From an optimization exercise on the open Yosys and OpenROAD flow, aimed at small area, a short achievable clock period and few clock cycles per item; shortcuts taken in it are not production practice.
Function was checked by simulation only, so behaviour that the tests miss may differ from the original.

### design/flow/config.mk
export PLATFORM = sky130hd
export DESIGN_NAME = bv2_ctr_xor
export DESIGN_NICKNAME = bv2_ctr_xor
export VERILOG_FILES = /design/flow/design.v
export SDC_FILE = /design/flow/constraint.sdc
export NUM_CORES = 4
export LEC_CHECK = 0
export CAP_MARGIN = 20
export CORE_MARGIN = 2
export CORE_UTILIZATION = 65
export SETUP_SLACK_MARGIN = 4
export SLEW_MARGIN = 20
### design/flow/constraint.sdc
create_clock -name core_clock -period 10.0 [get_ports {clk}]
set_input_delay 2.0000 -clock core_clock [delete_from_list [all_inputs] [get_ports {clk}]]
set_output_delay 2.0000 -clock core_clock [all_outputs]
set_load 0.01 [all_outputs]
### design/flow/design.v
module bv2_ctr_xor (
    input  wire         clk,
    input  wire         rst,           
    input  wire         in_valid,
    output wire         in_ready,
    input  wire         in_link,       
    input  wire [23:0]  in_major,      
    input  wire [5:0]   in_minor,      
    input  wire [31:0]  in_line,       
    input  wire [3:0]   in_casc_id,    
    input  wire [1:0]   in_port,       
    input  wire [47:0]  in_frame_ctr,  
    input  wire [15:0]  in_blk,        
    input  wire [255:0] in_key,        
    input  wire [127:0] in_data,       
    output wire         out_valid,
    input  wire         out_ready,
    output wire [127:0] out_data
);
    function [7:0] sbox;
        input [7:0] a;
        reg u0, u1, u2, u3, u4, u5, u6, u7;
        reg t1, t2, t3, t4, t5, t6, t7, t8, t9, t10, t11, t12, t13, t14;
        reg t15, t16, t17, t18, t19, t20, t21, t22, t23, t24, t25, t26, t27;
        reg m1, m2, m3, m4, m5, m6, m7, m8, m9, m10, m11, m12, m13, m14, m15;
        reg m16, m17, m18, m19, m20, m21, m22, m23, m24, m25, m26, m27, m28;
        reg m29, m30, m31, m32, m33, m34, m35, m36, m37, m38, m39, m40, m41;
        reg m42, m43, m44, m45, m46, m47, m48, m49, m50, m51, m52, m53, m54;
        reg m55, m56, m57, m58, m59, m60, m61, m62, m63;
        reg l0, l1, l2, l3, l4, l5, l6, l7, l8, l9, l10, l11, l12, l13, l14;
        reg l15, l16, l17, l18, l19, l20, l21, l22, l23, l24, l25, l26, l27;
        reg l28, l29;
        begin
            u0 = a[7]; u1 = a[6]; u2 = a[5]; u3 = a[4];
            u4 = a[3]; u5 = a[2]; u6 = a[1]; u7 = a[0];
            t1 = u0 ^ u3;   t2 = u0 ^ u5;   t3 = u0 ^ u6;   t4 = u3 ^ u5;
            t5 = u4 ^ u6;   t6 = t1 ^ t5;   t7 = u1 ^ u2;   t8 = u7 ^ t6;
            t9 = u7 ^ t7;   t10 = t6 ^ t7;  t11 = u1 ^ u5;  t12 = u2 ^ u5;
            t13 = t3 ^ t4;  t14 = t6 ^ t11; t15 = t5 ^ t11; t16 = t5 ^ t12;
            t17 = t9 ^ t16; t18 = u3 ^ u7;  t19 = t7 ^ t18; t20 = t1 ^ t19;
            t21 = u6 ^ u7;  t22 = t7 ^ t21; t23 = t2 ^ t22; t24 = t2 ^ t10;
            t25 = t20 ^ t17; t26 = t3 ^ t16; t27 = t1 ^ t12;
            m1 = t13 & t6;   m2 = t23 & t8;   m3 = t14 ^ m1;   m4 = t19 & u7;
            m5 = m4 ^ m1;    m6 = t3 & t16;   m7 = t22 & t9;   m8 = t26 ^ m6;
            m9 = t20 & t17;  m10 = m9 ^ m6;   m11 = t1 & t15;  m12 = t4 & t27;
            m13 = m12 ^ m11; m14 = t2 & t10;  m15 = m14 ^ m11; m16 = m3 ^ m2;
            m17 = m5 ^ t24;  m18 = m8 ^ m7;   m19 = m10 ^ m15; m20 = m16 ^ m13;
            m21 = m17 ^ m15; m22 = m18 ^ m13; m23 = m19 ^ t25; m24 = m22 ^ m23;
            m25 = m22 & m20; m26 = m21 ^ m25; m27 = m20 ^ m21; m28 = m23 ^ m25;
            m29 = m28 & m27; m30 = m26 & m24; m31 = m20 & m23; m32 = m27 & m31;
            m33 = m27 ^ m25; m34 = m21 & m22; m35 = m24 & m34; m36 = m24 ^ m25;
            m37 = m21 ^ m29; m38 = m32 ^ m33; m39 = m23 ^ m30; m40 = m35 ^ m36;
            m41 = m38 ^ m40; m42 = m37 ^ m39; m43 = m37 ^ m38; m44 = m39 ^ m40;
            m45 = m42 ^ m41;
            m46 = m44 & t6;  m47 = m40 & t8;  m48 = m39 & u7;  m49 = m43 & t16;
            m50 = m38 & t9;  m51 = m37 & t17; m52 = m42 & t15; m53 = m45 & t27;
            m54 = m41 & t10; m55 = m44 & t13; m56 = m40 & t23; m57 = m39 & t19;
            m58 = m43 & t3;  m59 = m38 & t22; m60 = m37 & t20; m61 = m42 & t1;
            m62 = m45 & t4;  m63 = m41 & t2;
            l0 = m61 ^ m62;  l1 = m50 ^ m56;  l2 = m46 ^ m48;  l3 = m47 ^ m55;
            l4 = m54 ^ m58;  l5 = m49 ^ m61;  l6 = m62 ^ l5;   l7 = m46 ^ l3;
            l8 = m51 ^ m59;  l9 = m52 ^ m53;  l10 = m53 ^ l4;  l11 = m60 ^ l2;
            l12 = m48 ^ m51; l13 = m50 ^ l0;  l14 = m52 ^ m61; l15 = m55 ^ l1;
            l16 = m56 ^ l0;  l17 = m57 ^ l1;  l18 = m58 ^ l8;  l19 = m63 ^ l4;
            l20 = l0 ^ l1;   l21 = l1 ^ l7;   l22 = l3 ^ l12;  l23 = l18 ^ l2;
            l24 = l15 ^ l9;  l25 = l6 ^ l10;  l26 = l7 ^ l9;   l27 = l8 ^ l10;
            l28 = l11 ^ l14; l29 = l11 ^ l17;
            sbox[7] = l6 ^ l24;
            sbox[6] = ~(l16 ^ l26);
            sbox[5] = ~(l19 ^ l28);
            sbox[4] = l6 ^ l21;
            sbox[3] = l20 ^ l22;
            sbox[2] = l25 ^ l29;
            sbox[1] = ~(l13 ^ l27);
            sbox[0] = ~(l6 ^ l23);
        end
    endfunction
    function [7:0] xtime;
        input [7:0] a;
        begin
            xtime = {a[6:0], 1'b0} ^ (a[7] ? 8'h1b : 8'h00);
        end
    endfunction
    function [127:0] sub_shift;
        input [127:0] s;
        integer c, r;
        begin
            for (c = 0; c < 4; c = c + 1)
                for (r = 0; r < 4; r = r + 1)
                    sub_shift[127 - 8*(4*c + r) -: 8] =
                        sbox(s[127 - 8*(4*((c + r) % 4) + r) -: 8]);
        end
    endfunction
    function [127:0] mix_delta;
        input [127:0] s;
        integer c, r;
        reg [7:0] t;
        begin
            for (c = 0; c < 4; c = c + 1) begin
                t = s[127 - 32*c -: 8] ^ s[119 - 32*c -: 8] ^
                    s[111 - 32*c -: 8] ^ s[103 - 32*c -: 8];
                for (r = 0; r < 4; r = r + 1)
                    mix_delta[127 - 8*(4*c + r) -: 8] = t ^
                        xtime(s[127 - 8*(4*c + r) -: 8] ^
                              s[127 - 8*(4*c + (r + 1) % 4) -: 8]);
            end
        end
    endfunction
    reg          run;       
    reg          ov;        
    reg  [3:0]   rnd;       
    reg  [127:0] st;        
    reg  [127:0] ka, kb;    
    wire last  = (rnd == 4'd14);
    wire take  = run && (rnd == 4'd13);         
    wire load  = in_valid && !run && (!ov || out_ready);
    wire [127:0] ctr_blk = in_link
        ? {8'h01, in_casc_id, in_port, 2'b00, in_frame_ctr, 48'h0, in_blk}
        : {8'h00, in_major, in_minor, 56'h0, in_line, in_blk[1:0]};
    reg [255:0] key_be;
    integer k;
    always @(*) begin
        for (k = 0; k < 32; k = k + 1)
            key_be[255 - 8*k -: 8] = in_key[8*k +: 8];
    end
    wire [127:0] ss        = sub_shift(st);
    wire [127:0] round_out = ss ^ (mix_delta(ss) & {128{~last}}) ^ kb;
    reg [7:0] rcon;
    always @(*) begin
        case (rnd[3:1])
            3'd0: rcon = 8'h01;
            3'd1: rcon = 8'h02;
            3'd2: rcon = 8'h04;
            3'd3: rcon = 8'h08;
            3'd4: rcon = 8'h10;
            3'd5: rcon = 8'h20;
            default: rcon = 8'h40;
        endcase
    end
    wire [31:0] sw = {sbox(kb[31:24]), sbox(kb[23:16]), sbox(kb[15:8]), sbox(kb[7:0])};
    wire [31:0] kt = rnd[0] ? ({sw[23:0], sw[31:24]} ^ {rcon, 24'h0}) : sw;
    wire [31:0] p1 = ka[127:96] ^ ka[95:64];
    wire [31:0] p2 = p1 ^ ka[63:32];
    wire [31:0] p3 = p2 ^ ka[31:0];
    wire [31:0] w0 = ka[127:96] ^ kt;
    wire [31:0] w1 = p1 ^ kt;
    wire [31:0] w2 = p2 ^ kt;
    wire [31:0] w3 = p3 ^ kt;
    wire [127:0] key_next = {w0, w1, w2, w3} ^ (in_data & {128{take}});
    wire         sel_run  = run & ~load;
    wire         sel_hold = ~run & ~load;
    wire [127:0] st_next  = ({128{load}}     & (ctr_blk ^ key_be[255:128])) |
                            ({128{sel_run}}  & round_out) |
                            ({128{sel_hold}} & st);
    always @(posedge clk) begin
        if (rst) begin
            run <= 1'b0;
            ov  <= 1'b0;
        end else begin
            if (load) begin
                run <= 1'b1;
                ov  <= 1'b0;
            end else if (run && last) begin
                run <= 1'b0;
                ov  <= 1'b1;
            end else if (out_ready) begin
                ov  <= 1'b0;
            end
        end
        st <= st_next;
        if (load) begin
            rnd <= 4'd1;
            ka  <= key_be[255:128];
            kb  <= key_be[127:0];
        end else begin
            rnd <= rnd + 4'd1;
            ka <= kb;
            kb <= key_next;
        end
    end
    assign in_ready  = take;
    assign out_valid = ov;
    assign out_data  = st;
endmodule
### design/flow/flow/run.sh
#!/bin/bash
# Own flow: the standard layout (standard.sh) with two changes:
#  - synthesis runs flow/my_synth.tcl, the standard synthesis script except
#    that ABC maps with flow/area.abc (structural choices, then &nf);
#  - the port buffers are sky130_fd_sc_hd__buf_1 (every port still gets one).
set -euo pipefail
W=$PWD
export MY_ABC_SCRIPT=$W/flow/area.abc
sed -E "s#SYNTH_SCRIPT=[^ ]+#SYNTH_SCRIPT=$W/flow/my_synth.tcl#" standard.sh > my_standard.sh
grep -q "SYNTH_SCRIPT=$W/flow/my_synth.tcl" my_standard.sh
bash my_standard.sh "BUFFER_PORTS_ARGS=-buffer_cell sky130_fd_sc_hd__buf_1" finish > $W/flow_make.log 2>&1
### design/flow/flow/area.abc
&get -n
&st
&dch
&nf
&put
### design/flow/flow/my_synth.tcl
# The standard synthesis (synth_recipe.tcl), with one change: ABC maps the
# logic with the script named by MY_ABC_SCRIPT instead of ORFS's. Every other
# pass, and so every register's name and cell, is the standard synthesis's.
proc synth {args} { yosys synth -nofsm -noshare {*}$args }
proc abc {args} {
  set i [lsearch -exact $args -script]
  if { $i >= 0 } { lset args [expr { $i + 1 }] $::env(MY_ABC_SCRIPT) }
  yosys abc {*}$args
}
source $::env(SCRIPTS_DIR)/synth.tcl
# left out here: clear keep_hierarchy, flatten, clean up, hide names made inside functions, write 1_2_yosys.v
### design/flow/standard.sh
#!/bin/bash
# synth_recipe.tcl (not shown) runs the flow's synth.tcl, then flattens the netlist and writes it again
# the make line also repeats each setting of config.mk as NAME=value (left out here)
make -C /OpenROAD-flow-scripts/flow DESIGN_CONFIG=/design/flow/config.mk WORK_HOME=/design/flow/orfs CLKGATE_MAP_FILE= SYNTH_SCRIPT=/design/flow/synth_recipe.tcl "${@:-finish}"
==> results.cfg, run 1 <==
[worst_setup_path]
arrival_ns = 6.75
worstSetupStartpointType = register
r2r_slack_ns = 3.74
path_max_fanout = 6
endpoint_kind = register
crit_type = register to register
rr_worst_depth = 18
r2r_end = st[8]
startpoint = st[32]
crit_end = st[8]
r2r-start = st[32]
required_ns = 10.49

[grt]
antenna_found_initial = 4
grt_pass1_vias = 38939
overflow = 0
grt_pass1_wl_um = 239000
grt_max_degree = 176
grt.total_usage_pct = 47.2

[floorplan]
start_util_pct = 65.9
fp.dieH_um = 260
rows = 93
pin_count = 651
die-width_um = 260
core_area_um2 = 64700
dieArea_um2 = 67700

[sta]
slew_headroom_pct = 25.3
hold_violations = 0
period_share_pct = 62.6
finalSetupViolations = 0
timing.final.crit_period_ns = 6.26
setup-tns-final_ns = 0
rsz0062_at_grt = true
drv_slew = 0
tightest_slew_ns = 1.12
max_freq_ghz = 0.160
finClkSkew_ns = 0.0251

[clock_tree]
htreeDepth = 2
clkLatencyLatePin_ns = 0.64
clk_pin_slew_worst_paths_ns = 0.07
clk_root_buffer_cell = clkbuf_16
cts_sinks = 390
clockBufferDepth = 3
cts_tree = done
cts_inserted_buffers = 46
hold_buffers = 0

[yosys]
syn_inst = 5095
synth_flop_cell = dfxtp_1
ys_types = 48
ys_async_sr_fraction_pct = 0
yosysTopAreaCell = xnor2_1
syn-cell-area_um2 = 42700
ys_warn_count = 1
synth-seq-area-share_pct = 18.3
syn_nets = 5659
synth_commonest_cells = xnor2_1 (1541), nand2_1 (770), xor2_1 (648)
synth-seq-cells = 390
synth_top_area_share_pct = 31.6
synth_area_leaders = xnor2_1 (32%), dfxtp_1 (18%), xor2_1 (13%)
synth_edf_count = 0
synth_area_per_cell_um2 = 8.37
synth.most_common_cell = xnor2_1

[final_layout]
syn_to_final_growth_pct = 26.1
nets = 6500
drive_above_1_share_pct = 14.6
final_util_pct = 83.1

[hold_path]
min_path_type = register to register
hold_path_depth = 2

[route]
vias_per_cell = 6.22
routedWlPerCell_um = 25.9
num_vias = 42479
drt_pass1_iterations = 12
drt_iter0_drc = 5518
drt_wl_total_um = 177000
ant_nets = 0
route.detailed.drc = 0

[place]
dp_hpwl_um = 130000
place_congestion = 1.11
port_buffers = 650

[run_status]
status = timing/DRC/antenna clean

[flow_run]
drv_cap = 0
[kinds of logic (layout without fill, tap and decap cells)]
group / count (synthesis) / after routing / synth area share (%)
AO/OA/AOI/OAI: 754 / 754 / 10.4
XOR/XNOR: 2372 / 2373 / 54.7
adder cells (fa/ha/maj): 43 / 43 / 1.26
buffers and inverters: 28 / 900 / 0.246
flip-flops: 390 / 390 / 18.3
multiplexers: 51 / 51 / 1.20
other: 0 / 3 / 0
AND/OR/NAND/NOR: 1457 / 1457 / 13.9
[through the flow]
stage / instance area (um^2) / setup slack, ns / hold slack, ns / instances
2_1_floorplan: 42700 / 2.52 / 0.430 / 5095
3_3_place_gp: 46500 / 2.93 / 0.439 / 6636
3_5_place_dp: 46500 / 2.97 / 0.447 / 6637
4_1_cts: 50100 / 3.88 / 0.457 / 6732
5_1_grt: 53800 / 3.67 / 0.472 / 6824
6_report: 53800 / 3.74 / 0.458 / 6826
[metal layers]
| layer | vias to the layer above | part of all wire, % | track usage, % |
|---|---|---|---|
| met5 | - | 0.014 | 0 |
| met4 | 4 | 9.5 | 33.6 |
| met3 | 944 | 13 | 11.0 |
| met2 | 3124 | 43 | 73.2 |
| met1 | 20044 | 34 | 57.7 |
| li1 | 18363 | - | - |
[final cells by class]
class | instances | area (um^2)
Inverter | 28 | 106
Antenna cell | 3 | 7.51
Fill cell | 3959 | 10900
Multi-Input combinational cell | 4678 | 39500
Clock buffer | 56 | 1240
Timing Repair Buffer | 792 | 3560
Sequential cell | 390 | 7910
Tap cell | 855 | 1070
Clock inverter | 24 | 345
[cell usage in the layout (no fill, tap or decap), types with 41 or more instances in the layout]
cell,n
o21ai_0,211
nor2_1,463
xnor2_2,213
o211ai_1,43
xor2_2,88
nand2b_1,41
xnor3_2,58
clkbuf_16,46
xnor3_1,100
buf_4,138
buf_1,649
nor2b_1,64
nand2_1,769
xnor2_4,69
xnor2_1,1260
dfxtp_2,67
dfxtp_1,319
ha_1,42
a21oi_1,247
xor2_1,532
mux2i_1,46
a22oi_1,100
[what timing repair did]
action / in CTS / in global routing
pin swaps: 12 / 104
gates resized for setup: 310 / 486
setup endpoints to repair: 182 / 201
buffers inserted: 15 / 90
cloned: 0 / 1
[how the worst min path moves through the flow]
| stage | endpoint | slack, ns | startpoint |
|---|---|---|---|
| after floorplan | ka[121] | 0.43 | kb[121] |
| after global placement | ka[121] | 0.44 | kb[121] |
| after detailed placement | ka[97] | 0.45 | kb[97] |
| after CTS | ka[42] | 0.46 | kb[42] |
| after global routing | ka[104] | 0.47 | kb[104] |
| final | ka[44] | 0.46 | kb[44] |
[worst max-delay path, stage by stage (launching register included)]
cell,delay (ns)
dfxtp_2,0.51
xnor3_2,0.60
xor2_1,0.32
xnor2_1,0.19
nor2b_1,0.18
xnor3_1,0.55
a211oi_4,0.34
a21oi_2,0.12
xnor2_2,0.35
xor2_1,0.27
nand2_1,0.23
xnor2_4,0.36
xnor3_2,0.58
xnor2_2,0.27
xor2_2,0.32
o21ai_0,0.18
a21oi_1,0.36
xnor2_1,0.22
o21ai_0,0.12
[state kept, by name, indices dropped and copies added, names as in the netlist]
name,flops
ka,128
st,128
ov,1
run,1
rnd,4
kb,128
Testbench counts, summed over its fixed seeds: cycles 7,688, items 512.
==> run 2: changes to the inputs <==
--- a/design/flow/config.mk
+++ b/design/flow/config.mk
@@ -8,5 +8,5 @@
 export CAP_MARGIN = 20
 export CORE_MARGIN = 2
-export CORE_UTILIZATION = 65
-export SETUP_SLACK_MARGIN = 4
+export CORE_UTILIZATION = 40
+export SETUP_SLACK_MARGIN = 3.5
 export SLEW_MARGIN = 20
==> run 2 against run 1 <==
  * Via count fell by 8.6%
  * Final area fell by 5.0%
  * Die area rose by 61%
  * Routed wire length rose by 1.9%
  * Largest cell class unchanged
  * Highest routed layer unchanged
==> results.cfg, run 2 <==
[run_status]
status = timing/DRC/antenna clean

[yosys]
synth.most_common_cell = xnor2_1
synth_commonest_cells = xnor2_1 (1541), nand2_1 (770), xor2_1 (648)
syn_nets = 5659
ys_warn_count = 1
synth-seq-cells = 390
synth-seq-area-share_pct = 18.3
synth_area_per_cell_um2 = 8.37
yosysTopAreaCell = xnor2_1
ys_async_sr_fraction_pct = 0
synth_area_leaders = xnor2_1 (32%), dfxtp_1 (18%), xor2_1 (13%)
synth_edf_count = 0
syn-cell-area_um2 = 42700
ys_types = 48
synth_top_area_share_pct = 31.6
synth_flop_cell = dfxtp_1
syn_inst = 5095

[floorplan]
rows = 119
pin_count = 651
core_area_um2 = 106000
fp.dieH_um = 331
start_util_pct = 40.4
die-width_um = 331
dieArea_um2 = 109000

[sta]
finClkSkew_ns = 0.0386
hold_slack_ns = 0.455
tightest_slew_ns = 0.999
rsz0062_at_grt = true
hold_violations = 0
period_share_pct = 63.3
max_freq_ghz = 0.158
finalSetupViolations = 0
slew_headroom_pct = 32.9
drv_slew = 0
setup-tns-final_ns = 0
timing.final.crit_period_ns = 6.33

[route]
drt_iter0_drc = 3224
vias_per_cell = 5.32
drt_wl_total_um = 180000
route.detailed.drc = 0
ant_nets = 0
drt_pass1_iterations = 6
num_vias = 38843
routedWlPerCell_um = 24.7

[clock_tree]
clk_pin_slew_worst_paths_ns = 0.06
cts_inserted_buffers = 52
htreeDepth = 2
hold_buffers = 0
clkLatencyLatePin_ns = 0.68
clk_root_buffer_cell = clkbuf_16
clockBufferDepth = 3
cts_sinks = 390
cts_tree = done

[grt]
grt_pass1_vias = 36731
antenna_found_initial = 4
overflow = 0
grt.total_usage_pct = 31.5
grt_max_degree = 139
grt_pass1_wl_um = 251000

[hold_path]
min_path_type = register to register

[place]
place_area_um2 = 47300
dp_hpwl_um = 148000
port_buffers = 650
place_congestion = 0.985

[final_layout]
largestRegisters = ka (128), kb (128), st (128)
nets = 6431
drive_above_1_share_pct = 7.28
fin_area_um2 = 51100
layout_commonest_cell = xnor2_1
syn_to_final_growth_pct = 19.8
layout_common_cells = xnor2_1 (1398), nand2_1 (770), buf_1 (649)

[worst_setup_path]
arrival_ns = 6.82
required_ns = 10.50
path_max_fanout = 8
endpoint_kind = register
crit_type = register to register
worstSetupStartpointType = register
r2r_slack_ns = 3.67

[flow_run]
drv_cap = 0
==> run 2: cell counts after synthesis <==
Identical to the previous run, type by type.
==> run 2: through the flow <==
step / worst slack [ns] / util [%] / cells
4_1_cts: 3.33 / 47.1 / 7284
6_report: 3.67 / 48.4 / 7302
3_3_place_gp: 2.52 / 44.8 / 7189
3_5_place_dp: 2.68 / 44.8 / 7189
2_1_floorplan: 2.52 / - / 5095
5_1_grt: 3.43 / 48.4 / 7299
==> run 2: critical path, cell delays in order, from the launching register on <==
cell and delay, ns:
dfxtp_1 0.55, xnor2_2 0.20, xnor2_2 0.33, xnor2_1 0.16, ha_1 0.31, xnor3_1 0.39
xnor2_1 0.39, a21oi_1 0.16, o21ai_0 0.41, xnor2_1 0.22, xnor2_1 0.28, nand2b_1 0.22
xor2_1 0.40, xnor3_1 0.59, xnor2_1 0.41, xnor2_2 0.24, o21ai_0 0.18, a21oi_2 0.39
xnor2_1 0.18, o21ai_0 0.10
==> run 2: final timing paths <==
| check | to | depth (start not counted) | from |
|---|---|---|---|
| setup reg to reg | st[43] | 19 | st[71] |
| hold reg to reg | ka[40] | 2 | kb[40] |
| hold / removal | ka[40] | 2 | kb[40] |
| setup / recovery | st[43] | 19 | st[71] |
==> run 2: what timing repair did <==
item                       4_1_cts  5_1_grt
buffers inserted                 0       15
gates resized for setup         96      197
setup endpoints to repair       79      173
pin swaps                        4        6
==> run 2: cells by family after synthesis <==
group           Yosys count  share of synthesized area, %
flops                   390                          18.3
mux                      51                          1.20
compound gates          754                          10.4
buf+inv                  28                         0.246
simple gates           1457                          13.9
xor+xnor               2372                          54.7
fa+ha+maj                43                          1.26
==> run 2: layout make-up <==
class,instances,area [um^2]
fillers,10488,54500
clock buffers,66,1400
inverters,28,108
multi-input cells,4677,36600
flip-flops and latches,390,7830
well taps,1391,1740
clock inverters,29,398
repair buffers,718,2980
diodes,3,7.51
==> run 2: routing by layer <==
layer	part of all wire (%)	GRT usage [%]	routed length [um]
met5	0.033	0	59
met4	4.9	14.2	8920
met3	7.3	5.01	13200
met2	45	51.0	81800
met1	42	41.4	76400
==> run 3: changes to the inputs <==
--- a/design/flow/design.v
+++ b/design/flow/design.v
@@ -113,5 +113,5 @@
     reg  [127:0] ka, kb;    
     wire last  = (rnd == 4'd14);
-    wire take  = run && (rnd == 4'd13);         
+    wire take  = run && last;                   
     wire load  = in_valid && !run && (!ov || out_ready);
     wire [127:0] ctr_blk = in_link
@@ -125,5 +125,5 @@
     end
     wire [127:0] ss        = sub_shift(st);
-    wire [127:0] round_out = ss ^ (mix_delta(ss) & {128{~last}}) ^ kb;
+    wire [127:0] round_out = ss ^ kb ^ (last ? in_data : mix_delta(ss));
     reg [7:0] rcon;
     always @(*) begin
@@ -147,5 +147,5 @@
     wire [31:0] w2 = p2 ^ kt;
     wire [31:0] w3 = p3 ^ kt;
-    wire [127:0] key_next = {w0, w1, w2, w3} ^ (in_data & {128{take}});
+    wire [127:0] key_next = {w0, w1, w2, w3};
     wire         sel_run  = run & ~load;
     wire         sel_hold = ~run & ~load;
==> run 3 against run 2 <==
  * Routed wire length shrank 2.5%
  * Worst hold slack lost 0.011 ns
  * Highest routed layer unchanged
  * Critical path depth shrank 1
  * Largest cell class unchanged
  * Final area shrank 1.1%
  * Core utilization grew 0.20 points
  * Fmax shrank 0.23%
  * Die area shrank 1.4%
  * Worst setup slack lost 0.014 ns
  * Synthesized cell count shrank 3.7%
==> results.cfg, run 3 <==
[run_status]
status = timing/DRC/antenna clean

[grt]
antenna_found_initial = 4
grt-busiest-layer = met2
grt_pass1_vias = 36626
grtUsageMet1_pct = 41.6
use_met3_pct = 5.63
overflow = 0
grt.total_usage_pct = 31.3
grt_use_met2_pct = 50.1
grt_pass1_wl_um = 248000
grt_max_degree = 141

[sta]
timing.final.crit_period_ns = 6.34
rsz0062_at_grt = true
setup-tns-final_ns = 0
drv_slew = 0
slew_headroom_pct = 22.0
finalSetupViolations = 0
max_freq_ghz = 0.158
final.setup.worst_slack_ns = 3.66
hold_violations = 0
period_share_pct = 63.4
tightest_slew_ns = 1.17
finClkSkew_ns = 0.0262
hold_slack_ns = 0.444

[worst_setup_path]
crit_type = register to register
arrival_ns = 6.83
required_ns = 10.49
cp_slowest_cell = dfxtp_1
slowest_delay_ns = 0.62
worstSetupStartpointType = register
path_max_fanout = 7
path_cells = xnor3_1, xnor2_1, ha_1, xor2_1, xnor2_1, xnor2_1, o21ai_1, o211ai_1, a21oi_1, xor2_2, xor2_1, xnor3_1, mux2i_1, xor2_2, xor2_2, xnor2_2, xor2_1, a21oi_1
critPathTopFamily = XOR/XNOR gates
path_buf_inv = 0
endpoint_kind = register

[yosys]
synth_area_leaders = xnor2_1 (30%), dfxtp_1 (19%), xor2_1 (12%)
ys_warn_count = 1
synth_area_per_cell_um2 = 8.57
yosysTopAreaCell = xnor2_1
syn_inst = 4907
syn_nets = 5470
synth_commonest_cells = xnor2_1 (1425), nand2_1 (666), xor2_1 (597)
synth_edf_count = 0
synth-seq-area-share_pct = 18.6
ys_types = 48
syn-cell-area_um2 = 42100
synth.most_common_cell = xnor2_1
synth_top_area_share_pct = 29.7
synth-seq-cells = 390
ys_async_sr_fraction_pct = 0
synth_flop_cell = dfxtp_1

[clock_tree]
cts_inserted_buffers = 50
cts_sinks = 390
htreeDepth = 2
cts_tree = done
clockBufferDepth = 3
clk_pin_slew_worst_paths_ns = 0.07
clk_root_buffer_cell = clkbuf_16
hold_buffers = 0
clkLatencyLatePin_ns = 0.64

[place]
dp_hpwl_um = 144000
port_buffers = 650
place_ws_ns = 2.54
place_congestion = 0.964
dpl.cell_count = 6968

[final_layout]
layout_commonest_cell = xnor2_1
instances_no_fill = 7077
syn_to_final_growth_pct = 20.1
drive_above_1_share_pct = 7.71
nets = 6221
largestRegisters = ka (128), kb (128), st (128)
layout_common_cells = xnor2_1 (1250), nand2_1 (666), buf_1 (649)

[route]
drt_wl_total_um = 176000
drt_iter0_drc = 3460
num_vias = 37546
vias_per_cell = 5.31
ant_nets = 0
route.detailed.drc = 0
drt_pass1_iterations = 5
routedWlPerCell_um = 24.9

[floorplan]
die-width_um = 328
start_util_pct = 40.5
rows = 118
dieArea_um2 = 108000
fp.dieH_um = 328
pin_count = 651
core_area_um2 = 104000

[flow_run]
drv_cap = 0

[hold_path]
min_path_type = register to register
## run 3: cell families after synthesis
logic type | count (synthesis) | share of synthesized area, %
and+or+nand+nor | 1431 | 14.0
adders and majority gates | 42 | 1.25
AOI/OAI and AO/OA | 689 | 9.80
DFF | 390 | 18.6
xor gates and xnor gates | 2250 | 54.4
buffers and inverters | 36 | 0.321
muxes | 69 | 1.65
## run 3: stage by stage
stage          util [%]  instance area (um^2)
5_1_grt            48.6                 50500
6_report           48.6                 50500
3_3_place_gp       44.8                 46500
3_5_place_dp       44.8                 46500
2_1_floorplan         -                 42100
4_1_cts            47.2                 49000
## run 3: worst paths after layout
path	slack [ns]	startpoint	end	cells after the start
min	0.44	kb[88]	ka[88]	2
max reg2reg	3.66	kb[13]	kb[18]	18
min reg2reg	0.44	kb[88]	ka[88]	2
max	3.66	kb[13]	kb[18]	18
## run 3: area by class of cell
cell class | instances | area (um^2)
Antenna cell | 1 | 2.50
Multi-Input combinational cell | 4482 | 36300
Timing Repair Buffer | 698 | 2820
Clock inverter | 23 | 253
Tap cell | 1380 | 1730
Sequential cell | 390 | 7840
Inverter | 36 | 138
Fill cell | 10260 | 53400
Clock buffer | 67 | 1450
## run 3: layer usage
layer  vias to the layer above  part of all wire (%)
met1                     18160                    43
met4                         4                   4.8
li1                      17623                     -
met3                       260                   7.3
met5                         -                 0.013
met2                      1499                    45
## run 3: what timing repair did
item                       in CTS  in global routing
setup buffers                   0                 17
setup endpoints to repair     152                173
cloned                          0                  1
gates resized for setup       122                207
pin swaps                       0                 10
## run 3: worst register-to-register path, stage by stage, from the launching register on
cell and delay [ns]:
dfxtp_1 0.62, xnor3_1 0.56, xnor2_1 0.29, ha_1 0.28
xor2_1 0.17, xnor2_1 0.36, xnor2_1 0.27, o21ai_1 0.27
o211ai_1 0.15, a21oi_1 0.32, xor2_2 0.32, xor2_1 0.38
xnor3_1 0.52, mux2i_1 0.39, xor2_2 0.38, xor2_2 0.41
xnor2_2 0.23, xor2_1 0.18, a21oi_1 0.08
Testbench counts of run 3, summed over its fixed seeds: cycles 7,688, items 512.
==> run 4: changes to the inputs <==
--- a/design/flow/config.mk
+++ b/design/flow/config.mk
@@ -11,2 +11,3 @@
 export SETUP_SLACK_MARGIN = 3.5
 export SLEW_MARGIN = 20
+export TNS_END_PERCENT = 5
==> run 4 against run 3 <==
  * Still clean on timing, DRC and antenna
  * Cell count down 0.16%
  * Global-route usage increased by 0.71 points
  * Worst hold slack better by 0.0026 ns
  * Clock-buffer cell count increased by 5
  * Via count grew 0.28%
  * Largest cell class unchanged
  * Highest routed layer unchanged
==> results.cfg, run 4 <==
[final_layout]
drive_above_1_share_pct = 6.40
fin_area_um2 = 50100
nets = 6205
layout_common_cells = xnor2_1 (1287), nand2_1 (666), buf_1 (649)
syn_to_final_growth_pct = 19.2
final_util_pct = 48.2
largestRegisters = ka (128), kb (128), st (128)
layout_commonest_cell = xnor2_1

[grt]
antenna_found_initial = 5
overflow = 0
grt_pass1_wl_um = 252000
grt_pass1_vias = 36852
grt_max_degree = 136
grt.total_usage_pct = 32.0

[worst_setup_path]
slowest_delay_ns = 0.62
required_ns = 10.50
path_max_fanout = 7
cp_common_cell = xnor2_1
crit_end = st[13]
r2r_end = st[13]
rr_worst_depth = 19
startpoint = st[38]
crit_type = register to register
endpoint_kind = register
r2r-start = st[38]
path_cells = xnor3_1, xnor2_1, ha_1, xnor2_1, xnor2_1, xnor2_1, o21ai_0, a21oi_1, xor2_1, nand2_1, xnor2_1, xnor2_1, xnor2_2, xor2_1, xor2_1, xor2_1, a21oi_1, xnor2_1, o21ai_0
cp_slowest_cell = xnor3_1
arrival_ns = 7.00
r2r_slack_ns = 3.50
worstSetupStartpointType = register

[route]
drt_iter0_drc = 3415
ant_nets = 0
route.detailed.drc = 0
vias_per_cell = 5.33
routedWlPerCell_um = 25.4
num_vias = 37650
drt_wl_total_um = 179000
drt_pass1_iterations = 6

[yosys]
synth.most_common_cell = xnor2_1
synth_top_family_by_area = XOR/XNOR gates
synthXorXnorAreaFrac_pct = 54.4
synth-seq-cells = 390
synth-seq-area-share_pct = 18.6
synth_compound_area_share_pct = 9.80
synth_flop_cell = dfxtp_1
ys_types = 48
synthSimpleGateAreaFrac_pct = 14.0
yosysTopAreaCell = xnor2_1
syn_nets = 5470
synth_commonest_cells = xnor2_1 (1425), nand2_1 (666), xor2_1 (597)
muxShareOfSynthArea_pct = 1.65
ys_warn_count = 1
synth_area_per_cell_um2 = 8.57
synthAdderAreaFrac_pct = 1.25
synth_top_area_share_pct = 29.7
ys_async_sr_fraction_pct = 0
syn-cell-area_um2 = 42100
synth_edf_count = 0
synth_area_leaders = xnor2_1 (30%), dfxtp_1 (19%), xor2_1 (12%)
syn_inst = 4907

[clock_tree]
cts_tree = done
cts_sinks = 390
htreeDepth = 2
clk_root_buffer_cell = clkbuf_16
clkLatencyLatePin_ns = 0.66
clk_pin_slew_worst_paths_ns = 0.07
hold_buffers = 0
cts_inserted_buffers = 53
clockBufferDepth = 3

[place]
dp_hpwl_um = 147000
port_buffers = 650
place_area_um2 = 46500
place_congestion = 0.987
place_ws_ns = 2.29

[floorplan]
start_util_pct = 40.5
rows = 118
dieArea_um2 = 108000
pin_count = 651
die-width_um = 328
core_area_um2 = 104000
fp.dieH_um = 328

[sta]
timing.final.crit_period_ns = 6.50
finalSetupViolations = 0
slew_headroom_pct = 28.3
hold_violations = 0
hold_slack_ns = 0.447
setup-tns-final_ns = 0
final.setup.worst_slack_ns = 3.50
max_freq_ghz = 0.154
drv_slew = 0
tightest_slew_ns = 1.08
finClkSkew_ns = 0.0213
rsz0062_at_grt = true
period_share_pct = 65.0

[flow_run]
drv_cap = 0

[hold_path]
min_path_type = register to register
hold_path_depth = 2

[run_status]
status = timing/DRC/antenna clean
run 4: cell counts after synthesis:
Identical to the previous run, type by type.
run 4: metal layers:
layer	vias to the layer above	global-route usage, %	share of wire [%]
met5	-	0	0.015
met4	4	13.9	4.9
met3	288	5.56	7.6
met2	1582	50.9	45
met1	18194	42.6	43
li1	17582	-	-
run 4: worst min path at each step:
stage             from      end
6_report        kb[93]   ka[93]
3_5_place_dp    kb[55]   ka[55]
4_1_cts         kb[97]   ka[97]
2_1_floorplan   kb[45]   ka[45]
3_3_place_gp    kb[49]   ka[49]
5_1_grt        kb[125]  ka[125]
run 4: cell families after synthesis:
group,Yosys count
multiplexers,69
adder cells (fa/ha/maj),42
flip-flops,390
buffers and inverters,36
AO/OA/AOI/OAI,689
XOR/XNOR,2250
AND/OR/NAND/NOR,1431
run 4: cell type report:
| type | count | area (um^2) |
|---|---|---|
| fill | 10382 | 53800 |
| multi-input combinational | 4481 | 35900 |
| sequential | 390 | 7840 |
| timing repair buffer | 680 | 2710 |
| tap | 1380 | 1730 |
| clock buffer | 72 | 1520 |
| clock inverter | 25 | 353 |
| inverter | 36 | 138 |
| antenna | 2 | 5.00 |
run 4: repair_timing:
| action | CTS | global route |
|---|---|---|
| pin swaps | 2 | 4 |
| setup endpoints to repair | 151 | 176 |
| hold endpoints to repair | 0 | 0 |
| resized for setup | 72 | 191 |
| setup buffers | 1 | 5 |
run 4: critical path: cells and delay by family, from the launching register on:
kind / cells / cell delay [ns]
DFF: 1 / 0.55
adders and majority gates: 1 / 0.29
xor gates and xnor gates: 13 / 4.50
AOI/OAI and AO/OA: 4 / 0.87
and+or+nand+nor: 1 / 0.12
run 4: per-stage QoR:
| step | std cells |
|---|---|
| 2_1_floorplan | 4907 |
| 3_3_place_gp | 6961 |
| 3_5_place_dp | 6961 |
| 4_1_cts | 7059 |
| 5_1_grt | 7065 |
| 6_report | 7066 |
==> run 5: changes to the inputs <==
--- a/design/flow/config.mk
+++ b/design/flow/config.mk
@@ -8,6 +8,5 @@
 export CAP_MARGIN = 20
 export CORE_MARGIN = 2
-export CORE_UTILIZATION = 40
+export CORE_UTILIZATION = 50
 export SETUP_SLACK_MARGIN = 3.5
 export SLEW_MARGIN = 20
-export TNS_END_PERCENT = 5
==> run 5 against run 4 <==
  * Still clean on timing, DRC and antenna
  * Clock-buffer cell count did not move
  * Flip-flop and latch count unchanged
  * Synthesized cell count stayed put
  * Core utilization up 12 points
==> results.cfg, run 5 <==
[sta]
finClkSkew_ns = 0.0275
rsz0062_at_grt = true
max_freq_ghz = 0.157
slew_headroom_pct = 22.4
drv_slew = 0
tightest_slew_ns = 1.15
period_share_pct = 63.8
timing.final.crit_period_ns = 6.38
hold_violations = 0
setup-tns-final_ns = 0
finalSetupViolations = 0

[grt]
antenna_found_initial = 7
grt-busiest-layer = met2
grt_use_met2_pct = 61.7
use_met3_pct = 6.84
grt_pass1_vias = 36344
grtUsageMet1_pct = 50.7
grt.total_usage_pct = 38.4
grt_max_degree = 121
grt_pass1_wl_um = 243000
overflow = 0

[yosys]
synth-seq-area-share_pct = 18.6
synth.most_common_cell = xnor2_1
yosysTopAreaCell = xnor2_1
syn-cell-area_um2 = 42100
synth_flop_cell = dfxtp_1
synth_top_area_share_pct = 29.7
synth-seq-cells = 390
synth_area_per_cell_um2 = 8.57
ys_warn_count = 1
ys_types = 48
syn_nets = 5470
ys_async_sr_fraction_pct = 0
synth_area_leaders = xnor2_1 (30%), dfxtp_1 (19%), xor2_1 (12%)
synth_edf_count = 0
syn_inst = 4907
synth_commonest_cells = xnor2_1 (1425), nand2_1 (666), xor2_1 (597)

[clock_tree]
hold_buffers = 0
cts_sinks = 390
clockBufferDepth = 3
cts_tree = done
cts_inserted_buffers = 50
clkLatencyLatePin_ns = 0.62
clk_pin_slew_worst_paths_ns = 0.06
htreeDepth = 2
clk_root_buffer_cell = clkbuf_16

[worst_setup_path]
required_ns = 10.43
arrival_ns = 6.81
worstSetupStartpointType = register
path_max_fanout = 7
crit_type = register to register
endpoint_kind = register
r2r_slack_ns = 3.62

[route]
drt_wl_total_um = 172000
vias_per_cell = 5.55
drt_iter0_drc = 3097
drt_pass1_iterations = 6
ant_nets = 0
route.detailed.drc = 0
routedWlPerCell_um = 25.4
num_vias = 37573

[floorplan]
rows = 106
start_util_pct = 50.4
core_area_um2 = 83400
pin_count = 651
dieArea_um2 = 86400
fp.dieH_um = 294
die-width_um = 294

[final_layout]
fin_area_um2 = 50000
nets = 6214
layout_common_cells = xnor2_1 (1265), nand2_1 (666), buf_1 (649)
drive_above_1_share_pct = 7.30
instances_no_fill = 6770
layout_commonest_cell = xnor2_1
largestRegisters = ka (128), kb (128), st (128)
syn_to_final_growth_pct = 19.0

[place]
port_buffers = 650
dpl.cell_count = 6661
place_congestion = 1.02
place_area_um2 = 46100
dp_hpwl_um = 140000

[run_status]
status = timing/DRC/antenna clean

[hold_path]
min_path_type = register to register

[flow_run]
drv_cap = 0
==> run 5: critical path, stage by stage (launching register included) <==
cell and delay, ns:
dfxtp_1 0.42, xnor2_1 0.56, xnor2_1 0.24, nor2_1 0.20
xnor3_1 0.46, xnor2_1 0.47, o21ai_0 0.28, nand3_1 0.20
a21oi_1 0.12, xnor2_1 0.48, xor2_1 0.23, xnor3_1 0.30
xor2_1 0.17, a21oi_1 0.37, xnor2_2 0.29, xor2_2 0.48
xor2_1 0.59, xor2_1 0.20, a21oi_1 0.11
==> run 5: final timing paths <==
check	startpoint	to	depth (start not counted)
worst max-delay path	kb[20]	kb[30]	18
worst min-delay path	kb[56]	ka[56]	2
worst max register to register	kb[20]	kb[30]	18
worst min register to register	kb[56]	ka[56]	2
==> run 5: repair_timing <==
action | in CTS | in global routing
pin swaps | 2 | 10
gates resized for setup | 103 | 216
setup buffers | 1 | 17
endpoints found under the setup margin | 127 | 164
==> run 5: layout make-up <==
class	instances	area (um^2)
fillers	7670	33400
clock inverters	17	238
clock buffers	72	1480
diodes	2	5.00
inverters	36	138
repair buffers	692	2780
flip-flops and latches	390	7840
multi-input cells	4481	36200
well taps	1080	1350
==> run 5: cell families (layout without fill, tap and decap cells) <==
group / count (synthesis) / in the layout / share of synthesized area, %
AND/OR/NAND/NOR: 1431 / 1431 / 14.0
other: 0 / 2 / 0
multiplexers: 69 / 69 / 1.65
XOR/XNOR: 2250 / 2250 / 54.4
adder cells (fa/ha/maj): 42 / 42 / 1.25
flip-flops: 390 / 390 / 18.6
buffers and inverters: 36 / 817 / 0.321
AO/OA/AOI/OAI: 689 / 689 / 9.80
==> run 5: metrics by stage <==
step	utilization, %	worst slack [ns]	hold slack (ns)
after detailed placement	55.3	2.37	0.442
after global placement	55.3	2.16	0.440
final	60.0	3.62	0.442
after floorplan	-	2.40	0.430
after CTS	58.1	3.35	0.446
after global routing	60.0	3.40	0.462
==> run 5: per-layer routing <==
layer | share of wire [%] | routed length, um
met1 | 41 | 70500
met2 | 45 | 77700
met3 | 8.9 | 15200
met4 | 4.8 | 8190
met5 | 0.024 | 41
==> run 6: changes to the inputs <==
--- a/design/flow/config.mk
+++ b/design/flow/config.mk
@@ -8,5 +8,5 @@
 export CAP_MARGIN = 20
 export CORE_MARGIN = 2
-export CORE_UTILIZATION = 50
-export SETUP_SLACK_MARGIN = 3.5
+export CORE_UTILIZATION = 40
+export SETUP_SLACK_MARGIN = 3.75
 export SLEW_MARGIN = 20
==> run 6 against run 5 <==
  * Largest cell class unchanged
  * Worst hold slack better by 0.0045 ns
  * Critical endpoint is now st[116]
  * Sequential share of layout area fell by 0.45 points
  * Non-clock buffer count is 28 higher
  * Global-route usage shrank 6.9 points
  * Synthesized area unchanged
  * Still clean on timing, DRC and antenna
  * Critical path depth is 1 higher
  * Register-to-register slack improved by 0.19 ns
  * Core utilization fell by 10 points
==> results.cfg, run 6 <==
[worst_setup_path]
worstSetupStartpointType = register
crit_type = register to register
path_max_fanout = 6
arrival_ns = 6.67
required_ns = 10.48
endpoint_kind = register

[route]
drt_pass1_iterations = 6
ant_nets = 0
num_vias = 37726
drt_iter0_drc = 3413
routedWlPerCell_um = 25.0
drt_wl_total_um = 177000
route.detailed.drc = 0
vias_per_cell = 5.32

[sta]
slew_headroom_pct = 22.6
max_freq_ghz = 0.162
finClkSkew_ns = 0.0278
finalSetupViolations = 0
setup-tns-final_ns = 0
timing.final.crit_period_ns = 6.19
drv_slew = 0
hold_violations = 0
tightest_slew_ns = 1.16
final.setup.worst_slack_ns = 3.81
rsz0062_at_grt = true
period_share_pct = 61.9

[run_status]
status = timing/DRC/antenna clean

[yosys]
synth_commonest_cells = xnor2_1 (1425), nand2_1 (666), xor2_1 (597)
synth.most_common_cell = xnor2_1
syn_nets = 5470
synth_edf_count = 0
synth_flop_cell = dfxtp_1
yosysTopAreaCell = xnor2_1
synth-seq-area-share_pct = 18.6
syn-cell-area_um2 = 42100
ys_warn_count = 1
syn_inst = 4907
ys_types = 48
synth-seq-cells = 390
synth_top_area_share_pct = 29.7
ys_async_sr_fraction_pct = 0
synth_area_per_cell_um2 = 8.57
synth_area_leaders = xnor2_1 (30%), dfxtp_1 (19%), xor2_1 (12%)

[final_layout]
nets = 6243
layout_commonest_cell = xnor2_1
drive_above_1_share_pct = 11.3
instances_no_fill = 7098
antenna_cells = 0
fill_cells = 10103
syn_to_final_growth_pct = 23.4
largestRegisters = ka (128), kb (128), st (128)
layout_common_cells = xnor2_1 (1186), nand2_1 (666), buf_1 (649)

[floorplan]
pin_count = 651
start_util_pct = 40.5
core_area_um2 = 104000
die-width_um = 328
fp.dieH_um = 328
dieArea_um2 = 108000
rows = 118

[clock_tree]
htreeDepth = 2
clk_root_buffer_cell = clkbuf_16
clkLatencyLatePin_ns = 0.64
cts_inserted_buffers = 50
clk_pin_slew_worst_paths_ns = 0.06
clockBufferDepth = 3
cts_tree = done
cts_sinks = 390

[grt]
grt_pass1_vias = 36740
grt.total_usage_pct = 31.4
grt_max_degree = 141
overflow = 0
grt_pass1_wl_um = 248000
antenna_found_initial = 5

[place]
place_ws_ns = 2.54
dpl.cell_count = 6968
dp_hpwl_um = 144000
place_congestion = 0.964
port_buffers = 650

[hold_path]
min_path_type = register to register

[flow_run]
drv_cap = 0
run 6: changes by cell type in the layout (fill, tap and decap cells not counted), moves of 10 or more:
cell     before   now
xnor2_4      16    28
dfxtp_1     362   317
xor2_1      528   504
xnor2_2     144   211
xnor2_1    1265  1186
dfxtp_2      28    73
xnor3_2       8    34
buf_4        40    66
xnor3_1     191   165
xor2_2       65    75
xor2_4        4    19
run 6: layout make-up:
class	instances	area (um^2)	area share, %
Inverter	36	138	0.265
Tap cell	1380	1730	3.33
Sequential cell	390	7900	15.2
Clock buffer	67	1450	2.79
Multi-Input combinational cell	4482	37400	72.1
Clock inverter	23	253	0.487
Timing Repair Buffer	720	3020	5.82
run 6: what timing repair did:
item                                   in CTS  in global routing
cloned                                      0                  1
resized for setup                         241                307
pin swaps                                   8                 22
hold buffers                                0                  0
setup endpoints to repair                 194                177
endpoints found under the hold margin       0                  0
buffers inserted                            9                 30
run 6: path summary, 6_finish.rpt:
check,from,endpoint,slack (ns),depth (start not counted)
worst max-delay path,st[5],st[116],3.81,19
worst min-delay path,kb[88],ka[88],0.45,2
worst max register to register,st[5],st[116],3.81,19
worst min register to register,kb[88],ka[88],0.45,2
run 6: stage by stage:
step           utilization [%]  hold WS [ns]  area (um^2)
3_3_place_gp              44.8         0.438        46500
5_1_grt                   49.9         0.473        51900
4_1_cts                   47.9         0.445        49800
2_1_floorplan                -         0.430        42100
6_report                  49.9         0.446        51900
3_5_place_dp              44.8         0.444        46500
run 6: per-layer routing:
metal	up-vias	wire [um]	track usage, %
met4	8	8210	13.0
li1	17651	-	-
met1	18284	75200	41.6
met2	1502	80400	50.4
met5	-	46	0
met3	281	13300	5.61
run 6: cell families after synthesis:
family                     Yosys count  synth area share, %
muxes                               69                 1.65
adders and majority gates           42                 1.25
DFF                                390                 18.6
and+or+nand+nor                   1431                 14.0
buffers and inverters               36                0.321
xor gates and xnor gates          2250                 54.4
AOI/OAI and AO/OA                  689                 9.80
run 6: critical path, cell delays in order, from the launching register on:
cell and delay, ns:
dfxtp_2 0.49, xnor3_2 0.58, xnor2_1 0.29, ha_1 0.30, xor2_1 0.18, xnor2_1 0.22, xnor2_2 0.14, a211oi_1 0.39
a31o_1 0.26, xnor2_1 0.18, nor2_1 0.39, xnor2_1 0.24, xnor2_4 0.31, xnor3_1 0.44, xor2_2 0.37, xor2_2 0.37
xor2_1 0.21, a21oi_1 0.12, xnor2_1 0.41, o21ai_0 0.12
==> run 7: changes to the inputs <==
--- a/design/flow/config.mk
+++ b/design/flow/config.mk
@@ -9,4 +9,5 @@
 export CORE_MARGIN = 2
 export CORE_UTILIZATION = 40
-export SETUP_SLACK_MARGIN = 3.75
+export CTS_BUF_LIST = sky130_fd_sc_hd__clkbuf_4 sky130_fd_sc_hd__clkbuf_8
+export SETUP_SLACK_MARGIN = 3.5
 export SLEW_MARGIN = 20
==> run 7 against run 6 <==
  * Synthesized cell count unchanged
  * Critical path type unchanged
  * Largest cell class unchanged
  * Cell count is 0.52% higher
  * Routed wire length down 0.28%
  * Critical endpoint is now st[13]
==> results.cfg, run 7 <==
[run_status]
status = timing/DRC/antenna clean

[grt]
grt-busiest-layer = met2
grt_use_met2_pct = 50.0
use_met3_pct = 5.20
grt_max_degree = 141
antenna_found_initial = 5
overflow = 0
grt_pass1_vias = 36926
grt_pass1_wl_um = 249000
grt.total_usage_pct = 31.5
grtUsageMet1_pct = 41.9

[final_layout]
largestRegisters = ka (128), kb (128), st (128)
layout_commonest_cell = xnor2_1
fill_cells = 10304
nets = 6251
syn_to_final_growth_pct = 20.4
multiInputGateArea_um2 = 36200
fin_area_um2 = 50600
seqCellArea_um2 = 7850
layout_common_cells = xnor2_1 (1254), nand2_1 (666), buf_1 (649)
drive_above_1_share_pct = 8.61

[clock_tree]
clk_root_buffer_cell = clkbuf_8
cts_tree = done
htreeDepth = 3
clockBufferDepth = 3
clk_pin_slew_worst_paths_ns = 0.07
clkLatencyLatePin_ns = 0.75
cts_inserted_buffers = 81
hold_buffers = 0
cts_sinks = 390

[sta]
finClkSkew_ns = 0.0578
drv_slew = 0
period_share_pct = 62.8
max_freq_ghz = 0.159
timing.final.crit_period_ns = 6.28
hold_violations = 0
setup-tns-final_ns = 0
finalSetupViolations = 0
rsz0062_at_grt = true
tightest_slew_ns = 1.15
slew_headroom_pct = 23.5

[yosys]
syn-cell-area_um2 = 42100
synth-seq-cells = 390
yosysTopAreaCell = xnor2_1
synth_commonest_cells = xnor2_1 (1425), nand2_1 (666), xor2_1 (597)
ys_async_sr_fraction_pct = 0
synth_area_leaders = xnor2_1 (30%), dfxtp_1 (19%), xor2_1 (12%)
ys_types = 48
synth-seq-area-share_pct = 18.6
muxShareOfSynthArea_pct = 1.65
syn_inst = 4907
synth_edf_count = 0
ys_warn_count = 1
synthAdderAreaFrac_pct = 1.25
synth_top_family_by_area = XOR/XNOR gates
synth_flop_cell = dfxtp_1
synth_top_area_share_pct = 29.7
synth_compound_area_share_pct = 9.80
synthXorXnorAreaFrac_pct = 54.4
synth_area_per_cell_um2 = 8.57
syn_nets = 5470
synthSimpleGateAreaFrac_pct = 14.0
synth.most_common_cell = xnor2_1

[worst_setup_path]
path_max_fanout = 7
endpoint_kind = register
startpoint = st[37]
r2r-start = st[37]
arrival_ns = 6.84
worstSetupStartpointType = register
required_ns = 10.56
crit_type = register to register

[floorplan]
dieArea_um2 = 108000
rows = 118
core_area_um2 = 104000
start_util_pct = 40.5
fp.dieH_um = 328
die-width_um = 328
pin_count = 651

[hold_path]
hp-start = kb[79]
min_path_type = register to register

[route]
drt_pass1_iterations = 5
routedWlPerCell_um = 24.8
num_vias = 37731
drt_iter0_drc = 3390
route.detailed.drc = 0
vias_per_cell = 5.29
drt_wl_total_um = 177000
ant_nets = 0

[place]
dp_hpwl_um = 144000
place_congestion = 0.964
place_area_um2 = 46500
port_buffers = 650

[flow_run]
drv_cap = 0
run 7: repair_timing:
action / in CTS / in global routing
setup endpoints to repair: 151 / 173
cloned: 0 / 1
pin swaps: 0 / 10
gates resized for setup: 121 / 204
setup buffers: 0 / 16
run 7: logic make-up (layout without fill, tap and decap cells):
group | Yosys count | after routing
muxes | 69 | 69
DFF | 390 | 390
adders and majority gates | 42 | 42
AOI/OAI and AO/OA | 689 | 689
buffers and inverters | 36 | 878
xor gates and xnor gates | 2250 | 2251
other | 0 | 5
and+or+nand+nor | 1431 | 1431
run 7: final cells by class:
type                            count  area share, %
Sequential cell                   390           15.5
Tap cell                         1380           3.41
Multi-Input combinational cell   4482           71.6
Clock inverter                     26          0.551
Inverter                           36          0.272
Timing Repair Buffer              697           5.60
Clock buffer                      119           3.09
Antenna cell                        5         0.0247
run 7: metal layers:
| layer | vias to the layer above | share of wire [%] |
|---|---|---|
| met2 | 1541 | 45 |
| met1 | 18220 | 43 |
| met3 | 291 | 7.2 |
| met4 | 0 | 4.9 |
| li1 | 17679 | - |
| met5 | - | 0 |
run 7: path summary, 6_finish.rpt:
check	endpoint	slack [ns]	cells after the start
worst min-delay path	ka[79]	0.44	2
worst max-delay path	st[13]	3.72	20
worst min register to register	ka[79]	0.44	2
worst max register to register	st[13]	3.72	20
run 7: worst max-delay path, cell delays in order, from the launching register on:
cell	delay [ns]
dfxtp_1	0.59
xnor2_1	0.20
xnor2_1	0.46
xnor2_1	0.16
ha_1	0.33
xnor2_1	0.14
xnor2_1	0.25
xnor2_2	0.16
a211oi_1	0.39
a21oi_1	0.19
xor2_1	0.23
nand2_1	0.14
xnor2_1	0.37
xnor2_1	0.19
xnor2_1	0.66
xor2_1	0.30
xor2_1	0.54
xor2_1	0.15
a21oi_1	0.38
xnor2_1	0.16
o21ai_0	0.09
run 7: through the flow:
stage	util, %	worst slack, ns	std cells	hold WS, ns
2_1_floorplan	-	2.40	4907	0.430
3_3_place_gp	44.8	2.36	6968	0.438
3_5_place_dp	44.8	2.54	6968	0.444
4_1_cts	47.3	3.38	7113	0.453
5_1_grt	48.7	3.44	7133	0.472
6_report	48.7	3.72	7135	0.444
==> run 8: changes to the inputs <==
--- a/design/flow/config.mk
+++ b/design/flow/config.mk
@@ -8,6 +8,7 @@
 export CAP_MARGIN = 20
 export CORE_MARGIN = 2
-export CORE_UTILIZATION = 40
+export CORE_UTILIZATION = 65
 export CTS_BUF_LIST = sky130_fd_sc_hd__clkbuf_4 sky130_fd_sc_hd__clkbuf_8
+export PLACE_DENSITY = 0.85
 export SETUP_SLACK_MARGIN = 3.5
 export SLEW_MARGIN = 20
==> run 8 against run 7 <==
  * Synthesized area did not move
  * Register-to-register slack worse by 0.26 ns
  * Flip-flop and latch count unchanged
  * Worst hold slack worse by 0.0022 ns
  * Critical path depth shrank 1
  * Clock skew down 0.017 ns
  * Sequential share of layout area grew 0.37 points
  * Critical path type unchanged
  * Critical endpoint is now kb[17]
==> results.cfg, run 8 <==
[run_status]
status = timing/DRC/antenna clean

[sta]
period_share_pct = 65.4
final.setup.worst_slack_ns = 3.46
hold_violations = 0
finClkSkew_ns = 0.0408
finalSetupViolations = 0
drv_slew = 0
slew_headroom_pct = 21.0
max_freq_ghz = 0.153
tightest_slew_ns = 1.19
hold_slack_ns = 0.441
setup-tns-final_ns = 0
timing.final.crit_period_ns = 6.54
rsz0062_at_grt = true

[clock_tree]
clk_pin_slew_worst_paths_ns = 0.07
hold_buffers = 0
cts_sinks = 390
cts_tree = done
clockBufferDepth = 3
clkLatencyLatePin_ns = 0.70
cts_inserted_buffers = 73
clk_root_buffer_cell = clkbuf_8
htreeDepth = 3

[yosys]
ys_async_sr_fraction_pct = 0
synth-seq-cells = 390
synth-seq-area-share_pct = 18.6
syn_inst = 4907
yosysTopAreaCell = xnor2_1
synth_area_leaders = xnor2_1 (30%), dfxtp_1 (19%), xor2_1 (12%)
syn-cell-area_um2 = 42100
synth_edf_count = 0
synth_flop_cell = dfxtp_1
synth_area_per_cell_um2 = 8.57
synth.most_common_cell = xnor2_1
synth_commonest_cells = xnor2_1 (1425), nand2_1 (666), xor2_1 (597)
synth_top_area_share_pct = 29.7
ys_warn_count = 1
syn_nets = 5470
ys_types = 48

[flow_run]
drv_cap = 0

[final_layout]
largestRegisters = ka (128), kb (128), st (128)
syn_to_final_growth_pct = 17.5
layout_commonest_cell = xnor2_1
fill_cells = 4689
nets = 6226
drive_above_1_share_pct = 7.45
final_util_pct = 77.0
layout_common_cells = xnor2_1 (1273), nand2_1 (666), buf_1 (649)

[floorplan]
core_area_um2 = 64200
die-width_um = 258
rows = 93
start_util_pct = 65.5
pin_count = 651
dieArea_um2 = 66700
fp.dieH_um = 258

[route]
num_vias = 39626
drt_pass1_iterations = 7
route.detailed.drc = 0
ant_nets = 0
drt_wl_total_um = 162000
vias_per_cell = 6.03
routed-wl-met3_um = 19300
wl_met2_um = 69600
drt_iter0_drc = 5441
met1_length_um = 60600
routedWlPerCell_um = 24.7
top_layer = met5

[grt]
grt_pass1_wl_um = 231000
grt_pass1_vias = 37512
overflow = 0
grt_max_degree = 180
antenna_found_initial = 6
grt.total_usage_pct = 46.0

[worst_setup_path]
path_cells = xnor2_2, xnor2_1, xnor2_1, ha_1, xnor3_1, xor2_1, a21oi_1, xnor2_1, xnor2_1, nor2b_1, xnor2_1, xnor2_1, xnor3_1, a21oi_1, xnor2_1, xnor2_2, xnor2_1, xor2_1, a21oi_1
cp_common_cell = xnor2_1
required_ns = 10.51
cp_slowest_cell = dfxtp_1
path_buf_inv = 0
endpoint_kind = register
worstSetupStartpointType = register
crit_type = register to register
arrival_ns = 7.06
slowest_delay_ns = 0.56
critPathTopFamily = XOR/XNOR gates
path_max_fanout = 9

[hold_path]
min_path_type = register to register

[place]
dp_hpwl_um = 126000
port_buffers = 650
place_ws_ns = 2.74
place_congestion = 1.05
run 8: cell count changes in the layout (fill, tap and decap cells not counted), sizes merged:
cell	before	now
inv	4	1
diode	5	1
clkbuf	120	102
clkinv	50	47
buf	696	680
clkinvlp	3	5
xor2	598	597
bufinv	5	9
run 8: worst register-to-register path, delay by kind of cell (launching register included):
kind            cells  cell delay [ns]
xor+xnor           14             4.75
compound gates      3             0.70
flops               1             0.56
fa+ha+maj           1             0.26
simple gates        1             0.09
run 8: worst paths after layout:
| path | slack (ns) | endpoint | depth (start not counted) | start |
|---|---|---|---|---|
| worst min-delay path | 0.44 | ka[91] | 2 | kb[91] |
| worst max-delay path | 3.46 | kb[17] | 19 | kb[12] |
| worst min register to register | 0.44 | ka[91] | 2 | kb[91] |
| worst max register to register | 3.46 | kb[17] | 19 | kb[12] |
run 8: area by class of cell:
type | count | area [um^2] | share of cell area [%]
clock inverter | 26 | 368 | 0.744
tap | 855 | 1070 | 2.16
sequential | 390 | 7840 | 15.9
timing repair buffer | 681 | 2710 | 5.49
inverter | 36 | 138 | 0.278
antenna | 1 | 2.50 | 0.00506
clock buffer | 101 | 1300 | 2.63
multi-input combinational | 4481 | 36000 | 72.8
run 8: logic make-up after synthesis:
family                     after synthesis  share of synthesized area [%]
adders and majority gates               42                           1.25
DFF                                    390                           18.6
muxes                                   69                           1.65
and+or+nand+nor                       1431                           14.0
AOI/OAI and AO/OA                      689                           9.80
buffers and inverters                   36                          0.321
xor gates and xnor gates              2250                           54.4
run 8: per-stage QoR:
| stage | cells | instance area, um^2 |
|---|---|---|
| 6_report | 6571 | 49400 |
| 5_1_grt | 6571 | 49400 |
| 4_1_cts | 6554 | 47900 |
| 3_5_place_dp | 6427 | 45800 |
| 3_3_place_gp | 6427 | 45800 |
| 2_1_floorplan | 4907 | 42100 |
run 8: what timing repair did:
action                     CTS  global route
hold endpoints to repair     0             0
gates cloned                 0             0
setup endpoints to repair  109           173
buffers inserted             0            16
gates resized for setup     75           212
pin swaps                    1            10
run 8: metal layers:
metal  GRT usage (%)  vias to the layer above
li1                -                    17618
met1            58.8                    18687
met2            70.0                     2671
met3            10.7                      644
met4            29.8                        6
met5               0                        -

-- afterwards: timing with drivers on the ports --
The flow's constraints put no driver on any port. The routed layouts listed below were extracted and timed again, unchanged, in two steps. Step 1 assumes that a clkbuf_16 drives the clock port and a buf_2 every other input. Step 2 adds t to the input delays and takes it off the output delays; t is the mean of the earliest and latest rising clock arrival at the registers after step 1. Input paths then give back, and output paths get back, about the clock's delay inside the block. a / b / c = ideal / step 1 / step 2; a / b = the first two.
run	shift t [ns]	setup slack, ns	worst setup path at the end	clock arrival spread, ns	cell pins on the clock port's net
run 1	0.701	3.741 / 3.741 / 3.741	register to register	0.026 / 0.026	1
run 2	0.730	3.673 / 3.673 / 3.673	register to register	0.039 / 0.039	1
run 3	0.699	3.658 / 3.658 / 3.658	register to register	0.026 / 0.027	1
run 4	0.722	3.497 / 3.497 / 3.497	register to register	0.022 / 0.022	1
run 5	0.682	3.623 / 3.623 / 3.623	register to register	0.028 / 0.027	1
run 6	0.701	3.809 / 3.809 / 3.809	register to register	0.028 / 0.028	1
run 7	0.787	3.718 / 3.718 / 3.718	register to register	0.060 / 0.060	1
run 8	0.749	3.456 / 3.456 / 3.456	register to register	0.046 / 0.046	1
After both steps every run listed still meets setup and hold.
